Source: an optimization exercise on an open RTL-to-GDS flow (aim: small area, a short achievable clock period and few clock cycles). Production flows keep margins and buffers that such runs may drop. The RTL was checked by simulation tests, not by an equivalence proof against the original design. Power and IR drop assume default switching activity.

### design/flow/config.mk
export PLATFORM = sky130hd
export DESIGN_NAME = cmp_coder
export DESIGN_NICKNAME = cmp_coder
export VERILOG_FILES = /design/flow/design.v
export SDC_FILE = /design/flow/constraint.sdc
export NUM_CORES = 4
export LEC_CHECK = 0
export ABC_AREA = 1
export CAP_MARGIN = 20
export CORE_MARGIN = 2
export CORE_UTILIZATION = 40
export CTS_CLUSTER_DIAMETER = 100
export CTS_CLUSTER_SIZE = 30
export SLEW_MARGIN = 20
### design/flow/constraint.sdc
create_clock -name core_clock -period 15.0 [get_ports {clk}]
set_input_delay 3.0000 -clock core_clock [delete_from_list [all_inputs] [get_ports {clk}]]
set_output_delay 3.0000 -clock core_clock [all_outputs]
set_load 0.01 [all_outputs]
### design/flow/design.v
module cmp_coder (
    input  wire        clk,
    input  wire        rst,
    input  wire        in_valid,
    output wire        in_ready,
    input  wire [15:0] in_x,
    input  wire [15:0] in_nb,
    input  wire [8:0]  cfg_nwords,
    input  wire [2:0]  cfg_avg,
    input  wire [3:0]  cfg_k,
    input  wire [7:0]  cfg_a,
    input  wire [7:0]  cfg_b,
    input  wire [7:0]  cfg_c,
    input  wire [9:0]  cfg_neighbour,
    input  wire        cfg_nb_use,
    output reg         out_valid,
    input  wire        out_ready,
    output reg  [31:0] out_data,
    output reg         out_last,
    output wire [23:0] out_bits,
    output wire [8:0]  out_escapes,
    output wire [63:0] out_header,
    output reg         out_coded
);
    function [15:0] wmask;
        input [2:0] avg;
        case (avg)
            3'd0: wmask = 16'h0FFF;
            3'd1: wmask = 16'h1FFF;
            3'd2: wmask = 16'h3FFF;
            3'd3: wmask = 16'h7FFF;
            default: wmask = 16'hFFFF;
        endcase
    endfunction
    function [11:0] benc;
        input [7:0] k;
        integer j;
        reg b2, b1, b0;
        begin
            for (j = 0; j < 4; j = j + 1) begin
                b2 = k[2*j+1];
                b1 = k[2*j];
                b0 = (j == 0) ? 1'b0 : k[2*j-1];
                benc[j]     = b2;
                benc[4 + j] = b1 ^ b0;
                benc[8 + j] = (b2 & ~b1 & ~b0) | (~b2 & b1 & b0);
            end
        end
    endfunction
    function [7:0] bdec;
        input [11:0] e;
        bdec = {e[3], e[7] ^ e[2], e[2], e[6] ^ e[1], e[1], e[5] ^ e[0], e[0], e[4]};
    endfunction
    reg  adv;         
    reg  adv0;        
    reg  adv0_o;      
    reg        v0, first0, last0;
    reg [15:0] x0, nb0;
    reg [11:0] a0, b0, c0;
    reg [3:0]  k0;
    reg [2:0]  avg0;
    reg [9:0]  nbr0;
    reg [8:0]  n0;
    reg [8:0]  left;           
    reg [15:0] hx1, hx2;
    reg        lastpend;
    assign in_ready = adv0_o;
    wire in_fire  = in_valid && adv0 && !rst;
    wire [15:0] imask  = wmask(cfg_avg);
    wire        ifirst = (left == 9'd0);
    wire        ilast  = ifirst ? (cfg_nwords == 9'd1) : (left == 9'd1);
    always @(posedge clk) begin
        if (rst) begin
            v0  <= 1'b0;
            left <= 9'd0;
        end else if (in_fire) begin
            v0  <= 1'b1;
            left <= ifirst ? cfg_nwords - 9'd1 : left - 9'd1;
        end else if (adv0) begin
            v0  <= 1'b0;
        end
        if (adv0) begin
            x0     <= in_x & imask;
            nb0    <= cfg_nb_use ? (in_nb & imask) : 16'd0;
            a0     <= benc(cfg_a);
            b0     <= benc(cfg_b);
            c0     <= benc(cfg_c);
            k0     <= cfg_k;
            avg0   <= cfg_avg;
            nbr0   <= cfg_neighbour;
            n0     <= cfg_nwords;
            first0 <= ifirst;
            last0  <= ilast;
        end
        if (adv0 && v0) begin
            hx1 <= x0;
            hx2 <= first0 ? x0 : hx1;
        end
    end
    function [25:0] brow;
        input [11:0] k;
        input [15:0] x;
        input [1:0]  j;
        input        pneg;      
        reg neg, one, two;
        reg [16:0] m;
        reg [17:0] r;
        reg [25:0] v;
        begin
            neg = k[j];
            one = k[4 + j];
            two = k[8 + j];
            m = ({17{one}} & {1'b0, x}) | ({17{two}} & {x, 1'b0});
            r = {~neg, m ^ {17{neg}}};
            v = {8'd0, r} << (2*j);
            if (j != 2'd0)
                v[2*j-2] = pneg;
            brow = v;
        end
    endfunction
    function bneg;
        input [11:0] k;
        input [1:0] j;
        bneg = k[j];
    endfunction
    wire [25:0] rw [0:12];
    genvar gi;
    generate
        for (gi = 0; gi < 4; gi = gi + 1) begin : g_rows
            assign rw[gi]     = brow(a0, hx1, gi, (gi == 0) ? 1'b0 : bneg(a0, gi - 1));
            assign rw[4 + gi] = brow(b0, hx2, gi, (gi == 0) ? 1'b0 : bneg(b0, gi - 1));
            assign rw[8 + gi] = brow(c0, nb0, gi, (gi == 0) ? 1'b0 : bneg(c0, gi - 1));
        end
    endgenerate
    wire [1:0]  nsum = {1'b0, a0[3]} + {1'b0, b0[3]} + {1'b0, c0[3]};
    assign rw[12] = 26'h201FFC0 + {18'd0, nsum, 6'd0};
    function [51:0] csa;
        input [25:0] p, q, r;
        begin
            csa[25:0]  = p ^ q ^ r;
            csa[51:26] = ((p & q) | (p & r) | (q & r)) << 1;
        end
    endfunction
    wire [51:0] l1a = csa(rw[0], rw[1], rw[2]);
    wire [51:0] l1b = csa(rw[3], rw[4], rw[5]);
    wire [51:0] l1c = csa(rw[6], rw[7], rw[8]);
    wire [51:0] l1d = csa(rw[9], rw[10], rw[11]);
    wire [51:0] l2a = csa(l1a[25:0], l1a[51:26], l1b[25:0]);
    wire [51:0] l2b = csa(l1b[51:26], l1c[25:0], l1c[51:26]);
    wire [51:0] l2c = csa(l1d[25:0], l1d[51:26], rw[12]);
    wire [51:0] l3a = csa(l2a[25:0], l2a[51:26], l2b[25:0]);
    wire [51:0] l3b = csa(l2b[51:26], l2c[25:0], l2c[51:26]);
    wire [51:0] l4a = csa(l3a[25:0], l3a[51:26], l3b[25:0]);
    wire [51:0] l5a = csa(l4a[25:0], l4a[51:26], l3b[51:26]);
    reg        v1, first1, last1;
    reg [25:0] s1s, s1c;
    reg [15:0] x1;
    reg [3:0]  k1;
    reg [2:0]  avg1;
    always @(posedge clk) begin
        if (rst)
            v1 <= 1'b0;
        else if (adv)
            v1 <= v0 && adv0;
        if (adv) begin
            s1s    <= l5a[25:0];
            s1c    <= l5a[51:26];
            x1     <= x0;
            k1     <= k0;
            avg1   <= avg0;
            first1 <= first0;
            last1  <= last0;
        end
    end
    wire [15:0] m1    = wmask(avg1);
    wire [25:0] ssum  = s1s + s1c;
    wire [19:0] pre   = ssum[25:6];
    wire        p_neg = pre[19] & ~(&pre);
    wire        p_ovr = ~pre[19] & ((pre[19:4] & ~{4'd0, m1[15:4]}) != 16'd0 ||
                                    ((pre[15:0] & m1) == m1));
    wire [17:0] e_raw = {2'b00, x1} + ~pre[17:0];       
    wire [17:0] e_ovr = {2'b00, x1} - {2'b00, m1};
    wire [17:0] e     = p_neg ? {2'b00, x1} : p_ovr ? e_ovr : e_raw;
    wire [16:0] u     = {e[15:0], 1'b0} ^ {17{e[17]}};
    reg        v2, first2, last2;
    reg [16:0] u2;
    reg [15:0] x2;
    reg [3:0]  k2;
    reg [2:0]  avg2;
    always @(posedge clk) begin
        if (rst)
            v2 <= 1'b0;
        else if (adv)
            v2 <= v1;
        if (adv) begin
            u2     <= u;
            x2     <= x1;
            k2     <= k1;
            avg2   <= avg1;
            first2 <= first1;
            last2  <= last1;
        end
    end
    wire [16:0] q2    = u2 >> k2;
    wire        esc   = |q2[16:8];
    wire [11:0] kmsk  = ~(12'hFFF << k2);
    wire [11:0] rem2  = u2[11:0] & kmsk;
    wire [4:0]  w2    = 5'd12 + {2'd0, avg2};
    reg  [8:0]  co;
    reg  [15:0] ct;
    reg  [4:0]  cl;
    always @(*) begin
        if (first2) begin
            co = 9'd0;   ct = x2;   cl = w2;
        end else if (esc) begin
            co = 9'd256; ct = x2;   cl = w2;
        end else begin
            co = {1'b0, q2[7:0]};
            ct = {3'd0, rem2, 1'b0};
            cl = {1'b0, k2} + 5'd1;
        end
    end
    wire [8:0] clen = co + {4'd0, cl};
    reg        v3, first3, last3, esc3;
    reg [8:0]  o3, len3;
    reg [15:0] t3;
    reg [4:0]  l3;
    always @(posedge clk) begin
        if (rst)
            v3 <= 1'b0;
        else if (adv)
            v3 <= v2;
        if (adv) begin
            o3     <= co;
            t3     <= ct;
            l3     <= cl;
            len3   <= clen;
            esc3   <= esc & ~first2;
            first3 <= first2;
            last3  <= last2;
        end
    end
    wire        long3 = (len3[8:6] != 3'd0) | (len3[5] & (len3[4:0] != 5'd0));
    wire [4:0]  sh   = long3 ? (5'd0 - l3) : o3[4:0];    
    wire [31:0] spat = ~(32'hFFFFFFFF << sh) | ({16'd0, t3} << sh);
    wire [8:0]  rlen = !v3 ? 9'd0 : long3 ? (len3 - 9'd32) : 9'd0;
    wire [5:0]  slen = !v3 ? 6'd0 : long3 ? 6'd32 : len3[5:0];
    reg        vC, lastC;
    reg [8:0]  rC;
    reg [31:0] sC;
    reg [5:0]  lsC;
    reg [16:0] bacc, bits_o;
    reg [8:0]  eacc, esc_o;
    wire [16:0] bnext = (first3 ? 17'd0 : bacc) + {8'd0, len3};
    wire [8:0]  enext = (first3 ? 9'd0 : eacc) + {8'd0, esc3};
    reg  [31:0] acc;
    reg  [4:0]  p;
    reg         flush;
    reg         kv, k_last;
    reg  [31:0] k_data;
    wire        run      = !kv;
    reg  [4:0]  q;            
    reg         longstep;     
    wire        consume  = run && vC && (flush ? !lastC : !longstep);
    wire [31:0] ae   = flush ? 32'd0 : acc;
    wire [31:0] omsk = (32'hFFFFFFFF << p) & ~(32'hFFFFFFFF << q);
    wire [63:0] comb = {32'd0, ae | omsk} | ({32'd0, sC} << q);
    wire [6:0]  tpos = {2'd0, q} + {1'b0, lsC};
    reg         em_v, em_last;
    reg  [31:0] em_d;
    reg  [31:0] acc_n;
    reg  [4:0]  p_n;
    reg         flush_n;
    reg  [8:0]  r_n;
    always @(*) begin
        em_v = 1'b0; em_last = 1'b0; em_d = comb[31:0];
        acc_n = acc; p_n = p; flush_n = flush; r_n = rC;
        if (run) begin
            if (flush) begin
                em_v = 1'b1; em_last = 1'b1; em_d = acc;
                flush_n = 1'b0;
                acc_n = 32'd0; p_n = 5'd0;
                if (vC && !lastC) begin
                    acc_n = comb[31:0];
                    p_n   = tpos[4:0];
                end
            end else if (vC && longstep) begin
                em_v = 1'b1; em_d = acc | (32'hFFFFFFFF << p);
                r_n  = rC - (9'd32 - {4'd0, p});
                acc_n = 32'd0; p_n = 5'd0;
            end else if (vC) begin
                if (tpos[5]) begin
                    em_v    = 1'b1;
                    em_last = lastC && (tpos[4:0] == 5'd0);
                    acc_n   = comb[63:32];
                    p_n     = tpos[4:0];
                    flush_n = lastC && (tpos[4:0] != 5'd0);
                end else if (lastC) begin
                    em_v = 1'b1; em_last = 1'b1;
                    acc_n = 32'd0; p_n = 5'd0;
                end else begin
                    acc_n = comb[31:0];
                    p_n   = tpos[4:0];
                end
            end
        end
    end
    wire otake = out_valid && out_ready;
    reg [39:0] hdr;
    reg [7:0]  rawr;
    wire [12:0] nw   = n0 * (5'd12 + {2'd0, avg0});
    wire [7:0]  rawn = nw[12:5] + {7'd0, |nw[4:0]};
    wire [11:0] codw = bnext[16:5] + {11'd0, |bnext[4:0]} + 12'd2;
    assign out_bits    = {7'd0, bits_o};
    assign out_escapes = esc_o;
    assign out_header  = {hdr, 7'd0, bits_o};
    always @(posedge clk) begin
        if (rst) begin
            vC        <= 1'b0;
            rC        <= 9'd0;
            lsC       <= 6'd0;
            acc       <= 32'd0;
            p         <= 5'd0;
            flush     <= 1'b0;
            kv        <= 1'b0;
            out_valid <= 1'b0;
            lastpend  <= 1'b0;
        end else begin
            if (adv)
                vC <= v3;
            else if (consume)
                vC <= 1'b0;
            acc   <= acc_n;
            p     <= p_n;
            flush <= flush_n;
            if (kv) begin
                if (otake || !out_valid) begin
                    out_valid <= 1'b1;
                    out_data  <= k_data;
                    out_last  <= k_last;
                    kv        <= 1'b0;
                end
            end else if (em_v) begin
                if (otake || !out_valid) begin
                    out_valid <= 1'b1;
                    out_data  <= em_d;
                    out_last  <= em_last;
                end else begin
                    kv     <= 1'b1;
                    k_data <= em_d;
                    k_last <= em_last;
                end
            end else if (otake) begin
                out_valid <= 1'b0;
            end
            if (adv0 && v0 && last0)
                lastpend <= 1'b1;
            else if (otake && out_last)
                lastpend <= 1'b0;
        end
        if (adv) begin
            sC    <= spat;
            lastC <= last3;
        end
        if (rst) begin
        end else if (adv) begin
            rC    <= rlen;
            lsC   <= slen;
        end else if (run && vC && !flush && longstep) begin
            rC    <= r_n;
        end
        if (adv && v3) begin
            bacc <= bnext;
            eacc <= enext;
            if (last3) begin
                bits_o    <= bnext;
                esc_o     <= enext;
                out_coded <= codw < {4'd0, rawr};
            end
        end
        if (adv0 && v0 && last0) begin
            hdr  <= {nbr0, bdec(c0), bdec(b0), bdec(a0), 2'b00, k0};
            rawr <= rawn;
        end
    end
    wire        vC_n    = adv ? v3 : vC;
    wire        lastC_n = adv ? last3 : lastC;
    wire [6:0]  xq      = {2'd0, q} + {1'b0, lsC} + {2'd0, rlen[4:0]};
    wire        xls     = (rlen[8:5] != 4'd0) | (tpos[5] ? xq[6] : (xq[6] | xq[5]));
    reg  [4:0]  q_n;
    reg         ls_n;
    always @(*) begin
        q_n = xq[4:0]; ls_n = xls;
        if (!run && vC) begin
            q_n = q; ls_n = longstep;
        end else if (!run) begin
        end else if (flush) begin
            if (vC && lastC) begin
                q_n = 5'd0; ls_n = 1'b0;
            end
        end else if (vC && longstep) begin
            q_n = q; ls_n = (r_n[8:5] != 4'd0);
        end else if (vC && lastC && !tpos[5]) begin
            q_n = rlen[4:0]; ls_n = (rlen[8:5] != 4'd0);
        end else if (vC && lastC && tpos[4:0] != 5'd0) begin
            q_n = 5'd0; ls_n = 1'b0;
        end
    end
    wire        kv_n    = kv ? (out_valid && !out_ready) : (em_v && out_valid && !out_ready);
    wire        adv_n   = !vC_n || (!kv_n && (flush_n ? !lastC_n : !ls_n));
    wire        v0_n    = in_fire || (v0 && !adv0);
    wire        last0_n = adv0 ? ilast : last0;
    wire        lp_n    = (adv0 && v0 && last0) || (lastpend && !(otake && out_last));
    wire        adv0_n  = adv_n && !(v0_n && last0_n && lp_n);
    always @(posedge clk) begin
        if (rst) begin
            adv      <= 1'b1;
            adv0     <= 1'b1;
            adv0_o   <= 1'b1;
            longstep <= 1'b0;
            q        <= 5'd0;
        end else begin
            adv      <= adv_n;
            adv0     <= adv0_n;
            adv0_o   <= adv0_n;
            longstep <= ls_n;
            q        <= q_n;
        end
    end
endmodule
### design/flow/flow/run.sh
#!/bin/bash
set -euo pipefail
cd "$(dirname "$0")/.."
MARGIN=$(cat flow/margin.txt)
PORTBUF=$(cat flow/portbuf.txt)
bash standard.sh SETUP_SLACK_MARGIN=$MARGIN TNS_END_PERCENT=100 \
  "BUFFER_PORTS_ARGS=-buffer_cell $PORTBUF" finish > flow_make.log 2>&1
### design/flow/flow/margin.txt
10.5
### design/flow/flow/portbuf.txt
sky130_fd_sc_hd__buf_2
### design/flow/standard.sh
#!/bin/bash
# synth_recipe.tcl (not shown) runs the flow's synth.tcl, then flattens the netlist and writes it again
# the make line also repeats each setting of config.mk as NAME=value (left out here)
make -C /OpenROAD-flow-scripts/flow DESIGN_CONFIG=/design/flow/config.mk WORK_HOME=/design/flow/orfs CLKGATE_MAP_FILE= SYNTH_SCRIPT=/design/flow/synth_recipe.tcl "${@:-finish}"
==> run summary <==
[metrics by stage]
stage	power, mW	cell area (µm²)
2_1_floorplan	6.45	41200
6_report	9.32	44800
3_3_place_gp	7.99	43100
4_1_cts	9.34	44600
5_1_grt	10.2	44800
3_5_place_dp	8.11	43100
[power by group through the flow]
| stage | clock network [mW] | logic [mW] | registers, mW |
|---|---|---|---|
| floorplan | 0 | 4.07 | 2.37 |
| global placement | 0 | 5.53 | 2.46 |
| detailed placement | 0 | 5.65 | 2.46 |
| CTS | 1.23 | 5.69 | 2.43 |
| global route | 1.27 | 6.53 | 2.44 |
| finish | 1.20 | 5.70 | 2.42 |
[per-layer routing]
layer	GRT usage	part of all wire
met2	0.360	0.45
met5	0	0.00048
met1	0.314	0.45
met3	0.0343	0.062
met4	0.0710	0.034
[cells in the final DEF, fill, tap and decap left out, drive strengths merged, types with 5 or more instances in the layout]
master,Yosys,routed
edfxtp,481,481
a31oi,43,43
a22oi,5,5
mux2i,18,18
clkinv,24,35
fa,205,205
dfxtp,75,75
inv,786,789
a32oi,9,9
o211ai,35,35
o21bai,10,10
o22ai,192,192
nand4,28,28
a21oi,179,179
o221ai,7,7
nor3,40,40
a211oi,12,12
mux2,10,10
nand3,208,208
a41oi,7,7
nor2,267,267
buf,89,270
a221oi,5,5
clkbuf,142,40
nand2,999,999
conb,2,21
nand3b,8,8
o21ai,372,372
o31ai,7,7
clkinvlp,0,11
ha,169,169
xnor2,29,29
or2,24,24
xor2,279,279
[cell usage after synthesis, drive strengths merged (28+ instances only)]
cell	n	area (µm²)
ha	169	2110
clkbuf	142	533
buf	89	508
edfxtp	481	14400
o211ai	35	263
nand2	999	3790
fa	205	4100
a21oi	179	900
xnor2	29	254
a31oi	43	269
dfxtp	75	1500
inv	786	2960
nor2	267	1030
nor3	40	215
o21ai	372	1870
xor2	279	2440
o22ai	192	1200
nand4	28	175
nand3	208	1060
[worst register-to-register path, cell delays in order (launching register included)]
cell	delay, ns
edfxtp_1	0.55
clkinvlp_4	0.39
o22ai_1	0.29
xor2_1	0.12
fa_1	0.56
inv_1	0.07
fa_1	0.54
fa_1	0.56
fa_1	0.55
inv_1	0.05
fa_1	0.46
[flip-flops by register name, indices dropped and copies added (netlist names), 17 cells and up]
name	flops
k_data	32
bits_o	17
s1c	24
acc	32
s1s	23
bacc	17
hdr	38
u2	17
out_data	32
sC	32
[kinds of logic after synthesis]
family                   synth area share
AO/OA/AOI/OAI                       0.127
XOR/XNOR                           0.0658
adder cells (fa/ha/maj)             0.152
buffers and inverters              0.0997
flip-flops                          0.389
multiplexers                      0.00714
other                            0.000183
AND/OR/NAND/NOR                     0.160
[repair_timing]
action                     CTS  global route
cloned                       0             1
setup endpoints to repair   20            39
pin swaps                    0             1
gates resized for setup      3            14
hold buffers                 0             0
buffers inserted             6            22
[layout make-up]
class | instances | area (µm²)
Fill cell | 10021 | 57000
Clock buffer | 40 | 947
Multi-Input combinational cell | 3224 | 21100
Antenna cell | 1 | 2.50
Inverter | 810 | 3090
Clock inverter | 25 | 432
Timing Repair inverter | 1 | 5.00
Sequential cell | 556 | 16000
Tap cell | 1368 | 1710
Timing Repair Buffer | 270 | 1520
[worst max path at each step]
| stage | end | slack, ns | cells after the start |
|---|---|---|---|
| floorplan | k_data[0] | 10.47 | 4 |
| global placement | k_data[28] | 10.16 | 5 |
| detailed placement | k_data[29] | 10.14 | 5 |
| CTS | len3[6] | 10.52 | 15 |
| global route | s1s[7] | 10.49 | 10 |
| finish | s1s[7] | 10.59 | 10 |
==> summary.md <==
| Metric | Value |
|---|---|
| Max IR drop VDD | `0.000126 V` |
| Die X | `324 µm` |
| Worst Hold Class | `reg2reg` |
| Cells after synthesis | `4802` |
| Boundary Pins | `220` |
| Synth Flop Type | `edfxtp_1` |
| Per-cell routed wire length | `19.0 µm` |
| Layout cell share with drive strength beyond 1 | `0.0867` |
| Final period util | `0.294` |
| Sinks on Clock Net | `556` |
| Hold Startpoint | `nbr0[7]` |
| Worst-path clk slew | `0.11 ns` |
| Worst Max-Slew Pin Slew | `1.03 ns` |
| Sequential Power Share | `0.260` |
| I/O Buffers | `203` |
| RePlAce Congestion | `0.955` |
| Crit path required time | `15.36 ns` |
| Worst setup path class | `reg2reg` |
| Worst path slowest cell | `fa_1` |
| Status | `timing/DRC/antenna clean` |
| Setup_tns | `0 ns` |
| Clk latency of the worst-skew pair | `0.65 ns` |
| Comb power frac | `0.612` |
| Row cnt | `117` |
| Htree depth | `2` |
| Synth warnings | `1` |
| Via count | `32814` |
| Average size of a mapped cell | `8.54 µm²` |
| Final core utilization | `0.440` |
| Worst Path Max Fanout | `15` |
| Final hold viol count | `0` |
| Arr. time, crit path | `4.77 ns` |
| Worst slew margin | `0.315` |
| Routed WL | `119000 µm` |
| Unrepaired setup endpoints after global routing | `false` |
| TritonRoute pass-1 iters | `6` |
| Hold WS | `0.426 ns` |
| Post-Place Cells | `6200` |
| Worst Hold End | `hdr[37]` |
| GR Util All Layers | `0.226` |
| Max clock buf depth | `3` |
| Grt total ovfl | `0` |
| Hold Crit Depth | `0` |
| CTS tree | `built` |
| Worst path max stage delay | `0.56 ns` |
| Slew Viols, Final | `0` |
| Root buffer cell | `clkbuf_16` |
| Cell mode on critical path | `fa_1` |
| Number of flops mapped to enable cells by yosys | `481` |
| Final Worst Setup Slack | `10.59 ns` |
| Post-synthesis instance area | `41000 µm²` |
| Seq cells post-synth | `556` |
| Psw | `4.46 mW` |
| Detailed Place HPWL | `91900 µm` |
| Top delay family on crit path | `adder cells` |
| Leak pwr | `20.5 nW` |
| Initial antenna violation count | `7` |
| Vias per cell | `5.21` |
| Area grow syn2layout | `9.23%` |
| Vias in the first global route | `31280` |
| R2R Path Start | `a0[6]` |
| Core ar. | `102000 µm²` |
| Final cell count without fillers | `6295` |
| R2r setup slk | `10.59 ns` |
| Worst Reg-to-Reg Cells | `10` |
| Seq/Total Area, Yosys | `0.389` |
| Critical Path, Cell by Cell | `clkinvlp_4 > o22ai_1 > xor2_1 > fa_1 > inv_1 > fa_1 > fa_1 > fa_1 > inv_1 > fa_1` |
| FMAX | `0.227 GHz` |
| DRT iter0 DRCs | `2932` |
| Max-cap violation count | `0` |
| Worst Setup End Kind | `flip-flop` |
| End of the worst register-to-register path | `s1s[7]` |
| Sw frac | `0.479` |
| Dpl ws | `10.14 ns` |
| First-pass GRT wire length | `183000 µm` |
| Crit. Startpoint | `a0[6]` |
| Bufs and invs on worst path | `3` |
| # DRC | `0` |
| Largest net degree at the start of global routing | `77` |
| Min cycle time layout | `4.41 ns` |
| PwrDens | `208 nW/µm²` |
| Routed Antenna Nets | `0` |
| Final #Nets | `5361` |
| CTS Buf Count | `37` |
| Clock network fraction of total power | `0.128` |
| Starting density of the core | `0.403` |
| FFs w/ async S/R, synth | `0` |
| Synth unique cells | `65` |
| Clock Skew | `0.0381 ns` |
| Final setup vio count | `0` |
| Internal | `4.86 mW` |
| Die Y-Extent | `324 µm` |
| Crit start category | `flip-flop` |
| DIE AREA | `105000 µm²` |
Testbench counts, summed over its fixed seeds: cycles 24,457.

[port drivers added, routing unchanged]
The flow's constraints put no driver on any port. The routed layout listed below was extracted and timed again, unchanged, in two steps.
Step 1 assumes that a clkbuf_16 drives the clock port and a buf_2 every other input.
Step 2 adds t to the input delays and takes it off the output delays; t is the mean of the earliest and latest rising clock arrival at the registers after step 1. Input paths then give back, and output paths get back, about the clock's delay inside the block.
Slacks: no drivers / after step 1 / after step 2; pairs: no drivers / after step 1.
t (ns): 0.698
setup slack, ns: 10.589 / 10.589 / 10.146
latest minus earliest clock arrival (ns): 0.054 / 0.054
worst slew at a driven data input, ns: 0.14
After both steps setup and hold are still met in this run. The setup slack of this run moves by 0.000 ns with the drivers and by -0.443 ns with both steps.
